From an optimization exercise on the open Yosys and OpenROAD flow, aimed at small area, a short achievable clock period and few clock cycles per item; shortcuts taken in it are not production practice.
In this exercise RTL edits were held to simulation tests only and were not proved equivalent to the original.
Power figures rest on the tool's default switching activity, not on a simulated workload.

== JK ==
Design de_sha2_core, start of the top module:
module de_sha2_core (
    input  wire         clk,
    input  wire         rst,           
    input  wire         in_valid,
    output wire         in_ready,
    input  wire [31:0]  in_data,
    input  wire         in_last,       
    input  wire         in_mode,       
    output wire         out_valid,
    input  wire         out_ready,
    output wire [255:0] out_digest
);
    reg  [31:0]  w [0:15];         
    reg  [31:0]  a, b, c, d, e, f, g, hh;
    reg  [31:0]  h0, h1, h2, h3, h4, h5, h6, h7;    
    reg  [1:0]   q;                
    reg          run;              
    reg  [5:0]   t;                
    reg  [31:0]  zs, zc;           
    wire [31:0]  kq;               
    reg          fin_pend;         
    reg          op_fin;           
    reg          op_ivl;           
    reg          ah_ready;         
    reg  [4:0]   wj;               
    reg  [3:0]   gap;              
    reg          open;             
    reg          nxt_first, nxt_last, nxt_mode;    
    reg          cur_first, cur_last, cur_mode;    
    reg          ov;               
    reg          dig_mode;         
    integer i;
    function [31:0] kfun;
        input [5:0] i;
        case (i)
            6'd0:  kfun = 32'h428a2f98; 6'd1:  kfun = 32'h71374491;
            6'd2:  kfun = 32'hb5c0fbcf; 6'd3:  kfun = 32'he9b5dba5;
            6'd4:  kfun = 32'h3956c25b; 6'd5:  kfun = 32'h59f111f1;
            6'd6:  kfun = 32'h923f82a4; 6'd7:  kfun = 32'hab1c5ed5;
            6'd8:  kfun = 32'hd807aa98; 6'd9:  kfun = 32'h12835b01;
            6'd10: kfun = 32'h243185be; 6'd11: kfun = 32'h550c7dc3;
            6'd12: kfun = 32'h72be5d74; 6'd13: kfun = 32'h80deb1fe;
            6'd14: kfun = 32'h9bdc06a7; 6'd15: kfun = 32'hc19bf174;
            6'd16: kfun = 32'he49b69c1; 6'd17: kfun = 32'hefbe4786;
            6'd18: kfun = 32'h0fc19dc6; 6'd19: kfun = 32'h240ca1cc;
            6'd20: kfun = 32'h2de92c6f; 6'd21: kfun = 32'h4a7484aa;
  ...
Size: roughly 3900 cells after synthesis, ~1100 flip-flops, ~300 I/O pins, ~0.045 mm² of cells after synthesis.
==> flow/config.mk <==
export PLATFORM = sky130hd
export DESIGN_NAME = de_sha2_core
export DESIGN_NICKNAME = de_sha2_core
export VERILOG_FILES = /design/flow/design.v
export SDC_FILE = /design/flow/constraint.sdc
export NUM_CORES = 4
export LEC_CHECK = 0
export ABC_AREA = 1
export CAP_MARGIN = 20
export CORE_MARGIN = 2
export CORE_UTILIZATION = 60
export CTS_BUF_LIST = sky130_fd_sc_hd__clkbuf_16
export CTS_CLUSTER_DIAMETER = 75
export CTS_CLUSTER_SIZE = 32
export PLACE_DENSITY = 0.72
export SETUP_SLACK_MARGIN = 5.0
export SLEW_MARGIN = 20
export SYNTH_HIERARCHICAL = 1
export SYNTH_MINIMUM_KEEP_SIZE = 0
==> flow/constraint.sdc <==
create_clock -name core_clock -period 10.0 [get_ports {clk}]
set_input_delay 2.0000 -clock core_clock [delete_from_list [all_inputs] [get_ports {clk}]]
set_output_delay 2.0000 -clock core_clock [all_outputs]
set_load 0.01 [all_outputs]
standard.sh (not shown) runs the stock make flow with config.mk's settings and CLKGATE_MAP_FILE= SYNTH_SCRIPT=/design/flow/synth_recipe.tcl, a recipe that flattens the netlist after the stock synthesis.
==> flow/flow/run.sh <==
#!/bin/bash
# Layout flow: the standard ORFS layout (standard.sh, unchanged synthesis,
# floorplan, power grid, placement, CTS and routing) with two settings passed
# to ORFS through its own environment variables:
#  - the port buffers that ORFS inserts on every input and output use
#    sky130_fd_sc_hd__buf_1 instead of the cell buffer_ports picks by default;
#  - clock tree synthesis runs with the same options as the standard flow
#    (sink clustering, clock net repair, clkbuf_16, clusters of at most 32
#    sinks within 75 um) but without dummy loads.
# Every tool's output goes to standard.log here; ORFS also keeps its per-step
# logs under orfs/logs.
set -euo pipefail
cd "$(dirname "$0")/.."
export BUFFER_PORTS_ARGS="-buffer_cell sky130_fd_sc_hd__buf_1"
export CTS_ARGS="-sink_clustering_enable -repair_clock_nets -sink_clustering_size 32 -sink_clustering_max_diameter 75 -buf_list sky130_fd_sc_hd__clkbuf_16 -dont_use_dummy_load"
bash standard.sh > standard.log 2>&1
Testbench counts of JK, summed over its fixed seeds: cycles 66,376, blocks 952.
Inputs modified between JK and MS:
diff --git a/flow/design.v b/flow/design.v
--- a/flow/design.v
+++ b/flow/design.v
@@ -83,21 +83,21 @@
             3'b010: iv_e = 32'h9b05688c; 3'b011: iv_e = 32'h510e527f;
             3'b100: iv_e = 32'hbefa4fa4; 3'b101: iv_e = 32'h64f98fa7;
             3'b110: iv_e = 32'h68581511; default: iv_e = 32'hffc00b31;
         endcase
     endfunction
     wire [31:0] big_s0 = {a[1:0], a[31:2]} ^ {a[12:0], a[31:13]} ^ {a[21:0], a[31:22]};
     wire [31:0] big_s1 = {e[5:0], e[31:6]} ^ {e[10:0], e[31:11]} ^ {e[24:0], e[31:25]};
     wire [31:0] ch     = (e & f) ^ (~e & g);
     wire [31:0] maj    = (a & b) ^ (a & c) ^ (b & c);
     wire [31:0] m_s, m_c;
-    csa32 u_m_s (.x(ch), .y(big_s1), .z(zs), .s(m_s), .c(m_c));
+    csa32 u_m_s (.x(big_s1), .y(ch), .z(zs), .s(m_s), .c(m_c));
     wire [31:0] n_s, n_c;
     csa32 u_n_s (.x(big_s0), .y(maj), .z(zc), .s(n_s), .c(n_c));
     wire [31:0] a1_s, a1_c;
     csa32 u_a1_s (.x(m_s), .y(m_c), .z(n_s), .s(a1_s), .c(a1_c));
     wire [31:0] pa, qa;
     csa32 u_pa (.x(a1_s), .y(a1_c), .z(n_c), .s(pa), .c(qa));
     wire [31:0] e1_s, e1_c;
     csa32 u_e1_s (.x(m_s), .y(m_c), .z(zc), .s(e1_s), .c(e1_c));
     wire [31:0] pe, qe;
     csa32 u_pe (.x(e1_s), .y(e1_c), .z(d), .s(pe), .c(qe));
Looking only at worst-case setup margin in the final layout, and setting everything else aside, the lower value of JK and MS goes to JK. ~same share of cell area taken by flip-flops and latches in JK and MS. Of the two candidates, JK has the better worst hold slack and MS the worse one. Comparing JK and MS, the lower final worst-path cycle share is on MS. Relative to JK, MS improves register-to-register slack. Reported combinational group power of MS falls short of that of JK by a few percent. When MS is measured against JK, its routed wire length turns out about 1.5% lower.
Testbench counts of MS, summed over its fixed seeds: cycles 66,376, blocks 952.

[what the ideal ports hide]
In the flow no input, the clock included, has a driving cell. The finished layouts below were timed again as built, in two steps.
Step 1 assumes that a clkbuf_16 drives the clock port and a buf_2 every other input.
Step 2 also shifts input and output timing later by t, the mid clock arrival at the registers, as if the neighbouring blocks saw the same clock.
Three values: ideal, step 1, step 2; two values: the first two.
run	shift t [ns]	setup slack, ns	worst setup path at the end
JK	0.687	5.063 / 5.063 / 5.063	register to register
MS	0.686	5.112 / 5.112 / 5.112	register to register
After both steps every run listed still meets setup and hold.
